From an optimization exercise on the open Yosys and OpenROAD flow, aimed at small area, a short achievable clock period and few clock cycles per item; shortcuts taken in it are not production practice. The RTL was checked by simulation tests, not by an equivalence proof against the original design.

==> try-onyx <==
## ime_ks
module ime_ks (
  input  wire         clk,
  input  wire         rst,          
  input  wire         key_we,
  input  wire [2:0]   key_idx,
  input  wire [31:0]  key_wdata,
  input  wire         req_valid,
  output wire         req_ready,
  input  wire [15:0]  req_epoch,
  input  wire [2:0]   req_port,
  input  wire [28:0]  req_line,
  output wire         ks_valid,
  input  wire         ks_ready,
  output wire [1:0]   ks_blk,
  output wire [127:0] ks_data
);
export LEC_CHECK = 0
export ABC_CLOCK_PERIOD_IN_PS = 3200
export CAP_MARGIN = 20
export CORE_MARGIN = 2
export CORE_UTILIZATION = 55
export CTS_CLUSTER_DIAMETER = 80
export CTS_CLUSTER_SIZE = 20
export SETUP_SLACK_MARGIN = 4.8
export SLEW_MARGIN = 50
create_clock -name core_clock -period 8.0 [get_ports {clk}]
standard.sh (not shown) runs the stock make flow with config.mk's settings and CLKGATE_MAP_FILE= SYNTH_SCRIPT=/design/flow/synth_recipe.tcl, a recipe that flattens the netlist after the stock synthesis.
==> flow/flow/run.sh <==
#!/bin/bash
# Own flow: the standard layout (standard.sh) with three changes:
#  - synthesis runs flow/my_synth.tcl: the standard synthesis script with
#    Yosys's default ABC mapping script in place of ORFS's speed script
#    (same flip-flops and register names);
#  - after global placement, flow/near_pins.tcl moves the registers that
#    drive output ports next to those ports (ORFS's PRE_RESIZE hook);
#  - the detailed router gets more antenna repair iterations.
set -euo pipefail
W=$(pwd)
export PRE_RESIZE_TCL=$W/flow/near_pins.tcl
sed -e "s#SYNTH_SCRIPT=[^ ]*#SYNTH_SCRIPT=$W/flow/my_synth.tcl MAX_REPAIR_ANTENNAS_ITER_DRT=15#" standard.sh > own.sh
grep -q "SYNTH_SCRIPT=$W/flow/my_synth.tcl" own.sh
bash own.sh > layout.log 2>&1
==> flow/flow/my_synth.tcl <==
# The standard synthesis (synth_recipe.tcl, which runs ORFS's synth.tcl), with
# one change: the technology mapping uses Yosys's default ABC script (area
# oriented, with the clock period as delay target) instead of ORFS's speed
# script. Everything else, flip-flop mapping and register names included, is
# the standard synthesis.
proc abc {args} {
  set out {}
  set skip 0
  foreach a $args {
    if {$skip} { set skip 0; continue }
    if {$a eq "-script"} { set skip 1; continue }
    lappend out $a
  }
  yosys abc {*}$out
}
source [file join [file dirname [file normalize [info script]]] .. synth_recipe.tcl]
==> flow/flow/near_pins.tcl <==
# PRE_RESIZE hook (after global placement, before the first repair_design):
# put each flip-flop whose output drives only an output port's buffer on the
# spot of that buffer, next to the pin; detailed placement later legalizes it.
# These registers' paths to the outputs have the least slack, and the global
# placer leaves them near the logic that feeds them instead.
set block [ord::get_db_block]
set moved 0
foreach inst [$block getInsts] {
  if {![[$inst getMaster] isSequential]} continue
  set q [$inst findITerm Q]
  if {$q eq "NULL" || $q eq ""} continue
  set net [$q getNet]
  if {$net eq "NULL" || $net eq ""} continue
  set iterms [$net getITerms]
  if {[llength $iterms] != 2} continue
  foreach it $iterms {
    set other [$it getInst]
    if {[$other getName] eq [$inst getName]} continue
    if {![string match output* [$other getName]]} continue
    lassign [$other getLocation] x y
    $inst setLocation $x $y
    incr moved
  }
}
puts "near_pins: moved $moved flip-flops next to their output buffers"
==> try-juniper: changes against try-onyx <==
--- a/flow/design.v
+++ b/flow/design.v
@@ -176,18 +176,18 @@
   input  wire [2:0]   req_port,
   input  wire [28:0]  req_line,
   output wire         ks_valid,
   input  wire         ks_ready,
   output wire [1:0]   ks_blk,
   output wire [127:0] ks_data
 );
   localparam U  = 7;            
-  localparam QN = 4;            
-  localparam QA = 2;            
+  localparam QN = 5;            
+  localparam QA = 3;            
   localparam TW = QA + 4;       
   genvar g, u;
   integer i;
   reg [255:0] key;
   reg  [7:0]  kw_en;               
   reg  [31:0] kw_data;
   wire        kw_we = |kw_en;
   integer     kwi;
@@ -240,57 +240,57 @@
   reg  [4:0]    ph;                  
   reg  [QA:0]   hd, tl;              
   reg  [QA:0]   el;                  
   reg  [1:0]    eb;                  
   reg  [1:0]    nb;                  
   reg           ov;                  
   reg  [1:0]    ob;
   reg           rdy;
-  reg  [48*QN-1:0] q;                
-  reg  [127:0]  e_cur, e_prev;       
+  reg  [47:0]   q [0:QN-1];          
+  reg  [127:0]  e_odd, e_even;       
   reg  [47:0]   kmid;                
   reg  [127:0]  r0 [0:U-1];
   reg  [191:0]  r1 [0:U-1];
   reg  [TW-1:0] t0 [0:U-1];          
   reg  [TW-1:0] t1 [0:U-1];
   reg  [127:0]  outr;
   wire [127:0]  rk [0:U-1];          
-  wire [31:0] ksin = ph[1] ? e_cur[31:0] : {e_cur[23:0], e_cur[31:24]};
+  wire [31:0] ksin = ph[1] ? e_even[31:0] : {e_odd[23:0], e_odd[31:24]};
   wire [47:0] kmid_n;
   wire [31:0] ksub;
   generate
     for (g = 0; g < 4; g = g + 1) begin : g_ksbox
       ime_sbox_top u_kt (.a(ksin[31 - 8*g -: 8]), .m(kmid_n[47 - 12*g -: 12]));
       ime_sbox_bot u_kb (.m(kmid[47 - 12*g -: 12]), .y(ksub[31 - 8*g -: 8]));
     end
   endgenerate
   wire [7:0]   rcon   = 8'h01 << ph[4:2];
   wire [31:0]  kt     = ph[1] ? (ksub ^ {rcon, 24'h0}) : ksub;
-  wire         first  = (ph == 5'd0);
+  wire         first  = (ph[4:2] == 3'd0);
   always @(posedge clk) begin
     kmid <= kmid_n;
-    if (!ph[0]) begin
-      e_cur  <= first ? key[127:0] : kstep(e_prev, kt);
-      e_prev <= first ? key[255:128] : e_cur;
-    end
+    if (ph[1:0] == 2'd0)
+      e_odd <= first ? key[127:0] : kstep(e_odd, kt);
+    if (ph[1:0] == 2'd2)
+      e_even <= kstep(first ? key[255:128] : e_even, kt);
   end
   generate
     for (u = 0; u < U; u = u + 1) begin : g_ku
       reg [127:0] kr;
       reg         ld;
       integer j;
       always @(*) begin
         ld = 1'b0;
         for (j = u + 1; j <= 14; j = j + U)
           if (ph == 2*j - 1) ld = 1'b1;
       end
       always @(posedge clk) begin
         if (ld)
-          kr <= e_cur;
+          kr <= ph[1] ? e_even : e_odd;
       end
       assign rk[u] = kr;
     end
   endgenerate
   wire [127:0] nxt [0:U-1];
   wire [127:0] srl;
   generate
     for (u = 0; u < U; u = u + 1) begin : g_unit
@@ -317,33 +317,24 @@
   wire [127:0] fin = srl ^ rk[U-1];    
   wire          win    = (ph < 2*U);                  
   reg           busy;                                 
   always @(*) begin
     busy = 1'b0;
     for (i = 0; i < U; i = i + 1)
       busy = busy | t0[i][TW-1] | t1[i][TW-1];
   end
-  wire [QA:0]   cnt    = (tl >= hd) ? tl - hd : tl + 2*QN - hd;
-  wire [QA:0]   edist  = (el >= hd) ? el - hd : el + 2*QN - hd;
-  wire          eavail = (edist < cnt) || (edist == cnt && req_valid);
-  wire          entry  = win && (ph == 5'd0 || busy) && eavail;
-  reg  [47:0]   qsel;
-  always @(*) begin
-    qsel = q[47:0];
-    for (i = 1; i < QN; i = i + 1)
-      if (pidx(el) == i) qsel = q[48*i +: 48];
-  end
-  wire [47:0]   qctr   = (el == tl) ? {req_epoch, req_port, req_line} : qsel;
+  wire          entry  = win && (ph == 5'd0 || busy) && (el != tl);
+  wire [47:0]   qctr   = q[pidx(el)];
   wire [127:0]  newblk = {qctr ^ key[255:208], key[207:130], key[129:128] ^ eb};
   wire          kill   = rst || key_we || kw_we;
   wire [TW-1:0] xt     = t1[U-1];                    
   wire          exit_v = win && xt[TW-1];
   wire          ofree  = !ov || ks_ready;
-  wire          match  = exit_v && (xt[TW-2:2] == hd) && (xt[1:0] == nb) && (hd != tl);
+  wire          match  = exit_v && (xt[TW-2:2] == hd) && (xt[1:0] == nb);
   wire          take   = match && ofree;
   wire          fail   = match && !ofree;
   wire          retire = take && (xt[1:0] == 2'd3);
   wire          acc    = req_valid && rdy;
   wire [QA:0]   hd_n   = retire ? pinc(hd) : hd;
   wire [QA:0]   tl_n   = acc ? pinc(tl) : tl;
   wire [QA:0]   cnt_n  = (tl_n >= hd) ? tl_n - hd : tl_n + 2*QN - hd;
   always @(posedge clk) begin
@@ -360,17 +351,17 @@
       for (i = 1; i < U; i = i + 1)
         t0[i] <= t1[i-1];
       for (i = 0; i < U; i = i + 1)
         t1[i] <= t0[i];
     end
   end
   always @(posedge clk) begin
     if (acc)
-      q[48*pidx(tl) +: 48] <= {req_epoch, req_port, req_line};
+      q[pidx(tl)] <= {req_epoch, req_port, req_line};
     if (take) begin
       outr <= fin;
       ob   <= xt[1:0];
     end
   end
   always @(posedge clk) begin
     if (rst) begin
       ph  <= 5'd0;
==> flow/flow/run.sh (replaced) <==
#!/bin/bash
# Own flow: the standard layout (standard.sh) with two changes:
#  - synthesis runs flow/my_synth.tcl: the standard synthesis script with
#    Yosys's default ABC mapping script in place of ORFS's speed script
#    (same flip-flops and register names);
#  - the detailed router gets more antenna repair iterations.
set -euo pipefail
W=$(pwd)
sed -e "s#SYNTH_SCRIPT=[^ ]*#SYNTH_SCRIPT=$W/flow/my_synth.tcl MAX_REPAIR_ANTENNAS_ITER_DRT=15#" standard.sh > own.sh
grep -q "SYNTH_SCRIPT=$W/flow/my_synth.tcl" own.sh
bash own.sh > layout.log 2>&1
ABC_CLOCK_PERIOD_IN_PS = 3400   (was 3200)
CTS_CLUSTER_DIAMETER = unset   (was 80)
CTS_CLUSTER_SIZE = unset   (was 20)
SETUP_SLACK_MARGIN = 4.6   (was 4.8)
SLEW_MARGIN = 60   (was 50)
removed: flow/flow/near_pins.tcl
==> try-ember: changes against try-onyx <==
--- a/flow/design.v
+++ b/flow/design.v
@@ -176,32 +176,31 @@
   input  wire [2:0]   req_port,
   input  wire [28:0]  req_line,
   output wire         ks_valid,
   input  wire         ks_ready,
   output wire [1:0]   ks_blk,
   output wire [127:0] ks_data
 );
   localparam U  = 7;            
-  localparam QN = 4;            
-  localparam QA = 2;            
+  localparam QN = 5;            
+  localparam QA = 3;            
   localparam TW = QA + 4;       
   genvar g, u;
   integer i;
   reg [255:0] key;
-  reg  [7:0]  kw_en;               
+  reg         kw_we;
+  reg  [2:0]  kw_idx;
   reg  [31:0] kw_data;
-  wire        kw_we = |kw_en;
-  integer     kwi;
   always @(posedge clk) begin
-    kw_en   <= key_we ? (8'h80 >> key_idx) : 8'h00;
+    kw_we   <= key_we;
+    kw_idx  <= key_idx;
     kw_data <= key_wdata;
-    for (kwi = 0; kwi < 8; kwi = kwi + 1)
-      if (kw_en[7-kwi])
-        key[255 - 32*kwi -: 32] <= kw_data;
+    if (kw_we)
+      key[255 - 32*kw_idx -: 32] <= kw_data;
   end
   function [7:0] xtime(input [7:0] b);
     xtime = {b[6:0], 1'b0} ^ (b[7] ? 8'h1b : 8'h00);
   endfunction
   function [31:0] mixcol(input [31:0] c);
     reg [7:0] a0, a1, a2, a3;
     begin
       a0 = c[31:24]; a1 = c[23:16]; a2 = c[15:8]; a3 = c[7:0];
@@ -217,80 +216,80 @@
   function [127:0] shiftrows(input [127:0] s);
     integer k;
     begin
       for (k = 0; k < 16; k = k + 1)
         shiftrows[127 - 8*k -: 8] = s[127 - 8*(((k/4 + k%4) % 4)*4 + k%4) -: 8];
     end
   endfunction
   function [127:0] kstep(input [127:0] old, input [31:0] t);
-    reg [31:0] p0, p1, p2, p3;
+    reg [31:0] w0, w1, w2, w3;
     begin
-      p0 = old[127:96];
-      p1 = p0 ^ old[95:64];
-      p2 = p1 ^ old[63:32];
-      p3 = p2 ^ old[31:0];
-      kstep = {p0 ^ t, p1 ^ t, p2 ^ t, p3 ^ t};
+      w0 = old[127:96] ^ t;
+      w1 = old[95:64]  ^ w0;
+      w2 = old[63:32]  ^ w1;
+      w3 = old[31:0]   ^ w2;
+      kstep = {w0, w1, w2, w3};
     end
   endfunction
   function [QA:0] pinc(input [QA:0] p);
     pinc = (p == 2*QN - 1) ? {(QA+1){1'b0}} : p + 1'b1;
   endfunction
   function [QA-1:0] pidx(input [QA:0] p);
     pidx = (p >= QN) ? p - QN : p;
   endfunction
   reg  [4:0]    ph;                  
   reg  [QA:0]   hd, tl;              
   reg  [QA:0]   el;                  
   reg  [1:0]    eb;                  
   reg  [1:0]    nb;                  
   reg           ov;                  
   reg  [1:0]    ob;
   reg           rdy;
-  reg  [48*QN-1:0] q;                
-  reg  [127:0]  e_cur, e_prev;       
+  reg  [47:0]   q [0:QN-1];          
+  reg  [127:0]  e_odd, e_even;       
   reg  [47:0]   kmid;                
   reg  [127:0]  r0 [0:U-1];
   reg  [191:0]  r1 [0:U-1];
   reg  [TW-1:0] t0 [0:U-1];          
   reg  [TW-1:0] t1 [0:U-1];
   reg  [127:0]  outr;
   wire [127:0]  rk [0:U-1];          
-  wire [31:0] ksin = ph[1] ? e_cur[31:0] : {e_cur[23:0], e_cur[31:24]};
+  wire [31:0] ksin = ph[1] ? e_even[31:0] : {e_odd[23:0], e_odd[31:24]};
   wire [47:0] kmid_n;
   wire [31:0] ksub;
   generate
     for (g = 0; g < 4; g = g + 1) begin : g_ksbox
       ime_sbox_top u_kt (.a(ksin[31 - 8*g -: 8]), .m(kmid_n[47 - 12*g -: 12]));
       ime_sbox_bot u_kb (.m(kmid[47 - 12*g -: 12]), .y(ksub[31 - 8*g -: 8]));
     end
   endgenerate
   wire [7:0]   rcon   = 8'h01 << ph[4:2];
   wire [31:0]  kt     = ph[1] ? (ksub ^ {rcon, 24'h0}) : ksub;
-  wire         first  = (ph == 5'd0);
+  wire         first  = (ph[4:2] == 3'd0);
   always @(posedge clk) begin
     kmid <= kmid_n;
-    if (!ph[0]) begin
-      e_cur  <= first ? key[127:0] : kstep(e_prev, kt);
-      e_prev <= first ? key[255:128] : e_cur;
-    end
+    if (ph[1:0] == 2'd0)
+      e_odd <= first ? key[127:0] : kstep(e_odd, kt);
+    if (ph[1:0] == 2'd2)
+      e_even <= kstep(first ? key[255:128] : e_even, kt);
   end
   generate
     for (u = 0; u < U; u = u + 1) begin : g_ku
       reg [127:0] kr;
       reg         ld;
       integer j;
       always @(*) begin
         ld = 1'b0;
         for (j = u + 1; j <= 14; j = j + U)
           if (ph == 2*j - 1) ld = 1'b1;
       end
       always @(posedge clk) begin
         if (ld)
-          kr <= e_cur;
+          kr <= ph[1] ? e_even : e_odd;
       end
       assign rk[u] = kr;
     end
   endgenerate
   wire [127:0] nxt [0:U-1];
   wire [127:0] srl;
   generate
     for (u = 0; u < U; u = u + 1) begin : g_unit
@@ -317,33 +316,24 @@
   wire [127:0] fin = srl ^ rk[U-1];    
   wire          win    = (ph < 2*U);                  
   reg           busy;                                 
   always @(*) begin
     busy = 1'b0;
     for (i = 0; i < U; i = i + 1)
       busy = busy | t0[i][TW-1] | t1[i][TW-1];
   end
-  wire [QA:0]   cnt    = (tl >= hd) ? tl - hd : tl + 2*QN - hd;
-  wire [QA:0]   edist  = (el >= hd) ? el - hd : el + 2*QN - hd;
-  wire          eavail = (edist < cnt) || (edist == cnt && req_valid);
-  wire          entry  = win && (ph == 5'd0 || busy) && eavail;
-  reg  [47:0]   qsel;
-  always @(*) begin
-    qsel = q[47:0];
-    for (i = 1; i < QN; i = i + 1)
-      if (pidx(el) == i) qsel = q[48*i +: 48];
-  end
-  wire [47:0]   qctr   = (el == tl) ? {req_epoch, req_port, req_line} : qsel;
+  wire          entry  = win && (ph == 5'd0 || busy) && (el != tl);
+  wire [47:0]   qctr   = q[pidx(el)];
   wire [127:0]  newblk = {qctr ^ key[255:208], key[207:130], key[129:128] ^ eb};
   wire          kill   = rst || key_we || kw_we;
   wire [TW-1:0] xt     = t1[U-1];                    
   wire          exit_v = win && xt[TW-1];
   wire          ofree  = !ov || ks_ready;
-  wire          match  = exit_v && (xt[TW-2:2] == hd) && (xt[1:0] == nb) && (hd != tl);
+  wire          match  = exit_v && (xt[TW-2:2] == hd) && (xt[1:0] == nb);
   wire          take   = match && ofree;
   wire          fail   = match && !ofree;
   wire          retire = take && (xt[1:0] == 2'd3);
   wire          acc    = req_valid && rdy;
   wire [QA:0]   hd_n   = retire ? pinc(hd) : hd;
   wire [QA:0]   tl_n   = acc ? pinc(tl) : tl;
   wire [QA:0]   cnt_n  = (tl_n >= hd) ? tl_n - hd : tl_n + 2*QN - hd;
   always @(posedge clk) begin
@@ -360,17 +350,17 @@
       for (i = 1; i < U; i = i + 1)
         t0[i] <= t1[i-1];
       for (i = 0; i < U; i = i + 1)
         t1[i] <= t0[i];
     end
   end
   always @(posedge clk) begin
     if (acc)
-      q[48*pidx(tl) +: 48] <= {req_epoch, req_port, req_line};
+      q[pidx(tl)] <= {req_epoch, req_port, req_line};
     if (take) begin
       outr <= fin;
       ob   <= xt[1:0];
     end
   end
   always @(posedge clk) begin
     if (rst) begin
       ph  <= 5'd0;
==> flow/flow/run.sh (replaced) <==
#!/bin/bash
# Own flow: the standard layout (standard.sh) with two changes:
#  - synthesis runs flow/my_synth.tcl: the standard synthesis script with
#    Yosys's default ABC mapping script in place of ORFS's speed script
#    (same flip-flops and register names);
#  - the detailed router gets more antenna repair iterations.
set -euo pipefail
W=$(pwd)
sed -e "s#SYNTH_SCRIPT=[^ ]*#SYNTH_SCRIPT=$W/flow/my_synth.tcl MAX_REPAIR_ANTENNAS_ITER_DRT=15#" standard.sh > own.sh
grep -q "SYNTH_SCRIPT=$W/flow/my_synth.tcl" own.sh
bash own.sh > layout.log 2>&1
ABC_CLOCK_PERIOD_IN_PS = 3400   (was 3200)
CTS_CLUSTER_DIAMETER = unset   (was 80)
CTS_CLUSTER_SIZE = unset   (was 20)
SETUP_SLACK_MARGIN = 4.6   (was 4.8)
SLEW_MARGIN = 80   (was 50)
removed: flow/flow/near_pins.tcl
==> summary of the runs <==
Clock-buffer cell count, highest first: try-juniper, try-ember, try-onyx.
Synthesized area, highest first: try-ember, try-juniper, try-onyx.
In try-juniper the clock skew is higher than in try-ember, by 0.0074 ns.
Testbench counts of try-onyx, summed over its fixed seeds: cycles 3,224, items 384.
Testbench counts of try-juniper, summed over its fixed seeds: cycles 3,232, items 384.
Testbench counts of try-ember, summed over its fixed seeds: cycles 3,232, items 384.

[port drivers added, routing unchanged]
In the flow no input, the clock included, has a driving cell. The finished layouts below were timed again as built, in two steps. Step 1 sets driving cells, clkbuf_16 on the clock port and buf_2 on the other inputs (assumed; they add their load-dependent delay and slew). Step 2 also shifts input and output timing later by t, the mid clock arrival at the registers, as if the neighbouring blocks saw the same clock. a / b / c = ideal / step 1 / step 2; a / b = the first two.
| run | t (ns) | slack for setup (ns) | clock arrival spread, ns | worst data-port slew with drivers (ns) |
|---|---|---|---|---|
| try-onyx | 1.133 | 4.745 / 4.656 / 4.190 | 0.080 / 0.080 | 0.11 |
| try-juniper | 1.190 | 4.315 / 4.177 / 3.760 | 0.130 / 0.129 | 0.12 |
| try-ember | 1.208 | 4.120 / 4.120 / 3.806 | 0.132 / 0.133 | 0.10 |
After both steps setup and hold are still met in every run listed.
